Background: an optimization exercise with open tools, aiming at small area, a short achievable clock period and few clock cycles. Do not read the settings as production practice. At most, simulation tests tie the RTL to the original design; equivalence was not proved.

== JK ==
// press_aes
module press_aes (
    input  wire         clk,
    input  wire         rst,         
    input  wire         key_valid,
    output wire         key_ready,
    input  wire [1:0]   key_len,     
    input  wire [255:0] key,
    input  wire         in_valid,
    output wire         in_ready,
    input  wire         in_dec,      
    input  wire [127:0] in_data,
    output wire         out_valid,
    input  wire         out_ready,
    output wire [127:0] out_data
);
    reg         key_ok;      
    reg [1:0]   klen;        
    reg         f_raw;       
    reg         f_end;       
    reg [255:0] kst;
    reg [1:0]   ib_n;        
    reg         ib0_dec, ib1_dec;
    reg [127:0] ib0, ib1;    
    reg         st_v;
    reg [15:0]  st_dec;
    reg [127:0] st;          
    reg         r1_v, r1_last;
    reg [15:0]  r1_dec;
    reg [191:0] r1;          
    reg         r2_v, r2_last;
    reg [15:0]  r2_dec;
    reg [127:0] r2;          
    reg         ovalid;
    reg [127:0] obuf;
  ...
Size: about 12,000 cells after synthesis, about 1,600 flip-flops, roughly 520 I/O pins, ~0.12 mm^2 of cells after synthesis.
export LEC_CHECK = 0
export ABC_CLOCK_PERIOD_IN_PS = 3500
export CAP_MARGIN = 20
export CORE_MARGIN = 2
export CORE_UTILIZATION = 45
export CTS_CLUSTER_DIAMETER = 200
export CTS_CLUSTER_SIZE = 20
export PLACE_DENSITY = 0.6
export SETUP_SLACK_MARGIN = 5
export SLEW_MARGIN = 20
create_clock -name core_clock -period 12.0 [get_ports {clk}]
standard.sh (not shown) runs the stock make flow with config.mk's settings and CLKGATE_MAP_FILE= SYNTH_SCRIPT=/design/flow/synth_recipe.tcl, a recipe that flattens the netlist after the stock synthesis.
==> flow/flow/run.sh <==
#!/bin/bash
set -euo pipefail
bash standard.sh SETUP_SLACK_MARGIN=8 "BUFFER_PORTS_ARGS=-buffer_cell sky130_fd_sc_hd__buf_1" finish > flow.log 2>&1
For MS, these inputs were changed with respect to JK:
--- a/flow/design.v
+++ b/flow/design.v
@@ -154,15 +154,14 @@
     reg [127:0] obuf;
     reg         in_rdy, key_rdy;
     reg         eact;        
     reg         econv;       
     reg [5:0]   ecyc;
     reg         edir;        
     reg [1:0]   elen;        
-    reg         k6, k8;      
     reg [255:0] kw;          
     reg [3:0]   srem;        
     reg [1:0]   sdly;        
     reg [1:0]   q3;          
     reg         qodd;        
     reg [7:0]   rc;          
     reg [2:0]   tpos;        
@@ -174,15 +173,15 @@
     reg [5:0]   erem;        
     wire [3:0] enr  = (elen == 2'd0) ? 4'd10 : (elen == 2'd1) ? 4'd12 : 4'd14;
     wire stall_arm = r2_v && r2_last && ovalid;
     wire stall     = stall_arm && !out_ready;
     wire e_free  = !eact ? !stall_arm : (!econv && erem == 6'd0 && !ovalid);
     wire ib_any  = (ib_n != 2'd0);
     wire admit_x = ib_any && (ib0_dec == f_end) && e_free;
-    wire conv_go = ib_any && (ib0_dec != f_end) && e_free;
+    wire conv_go = ib_any && (ib0_dec != f_end) && !eact && !stall;
     wire admit_n = ib_any && eact && !econv && (ecyc == 6'd1 || ecyc == 6'd2) &&
                    (ib0_dec == edir);
     wire pop_ns  = admit_x || admit_n;
     wire pop     = admit_x || (admit_n && !stall);
     wire start   = admit_x || conv_go;
     wire kpend   = (srem != 4'd0);
     wire e_load  = eact && (ecyc == 6'd2) && !stall;
@@ -239,14 +238,16 @@
                 else if (len == 2'd1) f_src = w[191:160];
                 else f_src = w[255:224];
             end
         end
     endfunction
     wire [31:0] L0 = kw[31:0],    L1 = kw[63:32],   L2 = kw[95:64],   L3 = kw[127:96];
     wire [31:0] H0 = kw[159:128], H1 = kw[191:160], H2 = kw[223:192], H3 = kw[255:224];
+    wire k6 = (elen == 2'd1);
+    wire k8 = (elen == 2'd2);
     wire [31:0] fb0 = k6 ? L2 : k8 ? L0 : H0;
     wire [31:0] fb1 = k6 ? L3 : k8 ? L1 : H1;
     wire [31:0] fb2 = k6 ? H0 : k8 ? L2 : H2;
     wire [31:0] fb3 = k6 ? H1 : k8 ? L3 : H3;
     wire [31:0] fn0 = fb0 ^ ((k6 && tpos != 3'd0) ? H3 : twr);
     wire [31:0] fn1 = fb1 ^ fn0;
     wire [31:0] fn2 = fb2 ^ ((k6 && tpos == 3'd2) ? twr : fn1);
@@ -304,17 +305,19 @@
     wire [31:0] sinit = (klen == 2'd0) ? {K3[7:0], K3[31:8]} : {K5[7:0], K5[31:8]};
     always @(posedge clk) begin
         if (key_go) begin
             kst   <= key;
             klen  <= key_len;
             f_raw <= (key_len != 2'd2);
             f_end <= 1'b0;
+        end else if (e_load) begin
+            kst   <= kst_ld;
+            f_raw <= 1'b0;
         end else if (e_cend) begin
             kst   <= {kw[255:128], nw};
-            f_raw <= 1'b0;
             f_end <= !f_end;
         end
     end
     always @(posedge clk) begin
         if (e_load)
             kw <= kst_ld;
         else if (e_step)
@@ -365,16 +368,14 @@
         end else if (start) begin
             eact  <= 1'b1;
             econv <= conv_go;
             ecyc  <= 6'd1;
             erem  <= ((klen == 2'd0) ? 6'd30 : (klen == 2'd1) ? 6'd36 : 6'd42) - 6'd1;
             edir  <= f_end;
             elen  <= klen;
-            k6    <= (klen == 2'd1);
-            k8    <= (klen == 2'd2);
         end else if (eact && !stall) begin
             if (econv ? e_cend : (erem == 6'd0))
                 eact <= 1'b0;
             ecyc <= ecyc + 6'd1;
             erem <= erem - 6'd1;
         end
     end
Findings:
Sequential cell count essentially unchanged between JK and MS. Per the comparison of MS with JK, first-iteration detailed-routing DRC count shows an increase of about 1.9%, area of all placed cells without fillers shows a reduction of 0.79%, number of cells produced by synthesis shows a reduction of 65, area added between synthesis and finish shows an increase of 0.31 points. Diff JK -> MS: synthesized area fell about 1.1%; largest net degree at the start of global routing saw a decrease.
Testbench counts of MS, summed over its fixed seeds: cycles 29,406.
No functional check of the RTL was part of JK.

-- afterwards: timing with drivers on the ports --
Ports are ideal in the flow. The routed layouts listed here were re-timed in OpenROAD. Step 1 (the two cells are an assumption about what drives the block):
set clk [get_ports {clk}]
set_driving_cell -lib_cell sky130_fd_sc_hd__clkbuf_16 $clk
set_driving_cell -lib_cell sky130_fd_sc_hd__buf_2 [delete_from_list [all_inputs] $clk]
Step 2 adds t to the input delays and takes it off the output delays; t is the mean of the earliest and latest rising clock arrival at the registers after step 1. Input paths then give back, and output paths get back, about the clock's delay inside the block. Slacks: no drivers / after step 1 / after step 2; pairs: no drivers / after step 1.
| run | t (ns) | slack for setup (ns) | worst register clock-pin slew, ns | pins driven straight from the clock port |
|---|---|---|---|---|
| JK | 0.899 | 7.915 / 7.896 / 7.151 | 0.11 / 0.11 | 1 |
| MS | 0.928 | 7.837 / 7.837 / 7.090 | 0.12 / 0.12 | 1 |
After both steps every run listed still meets setup and hold. The setup slack of JK, which loses most, moves by -0.019 ns with the drivers and by -0.764 ns with both steps.
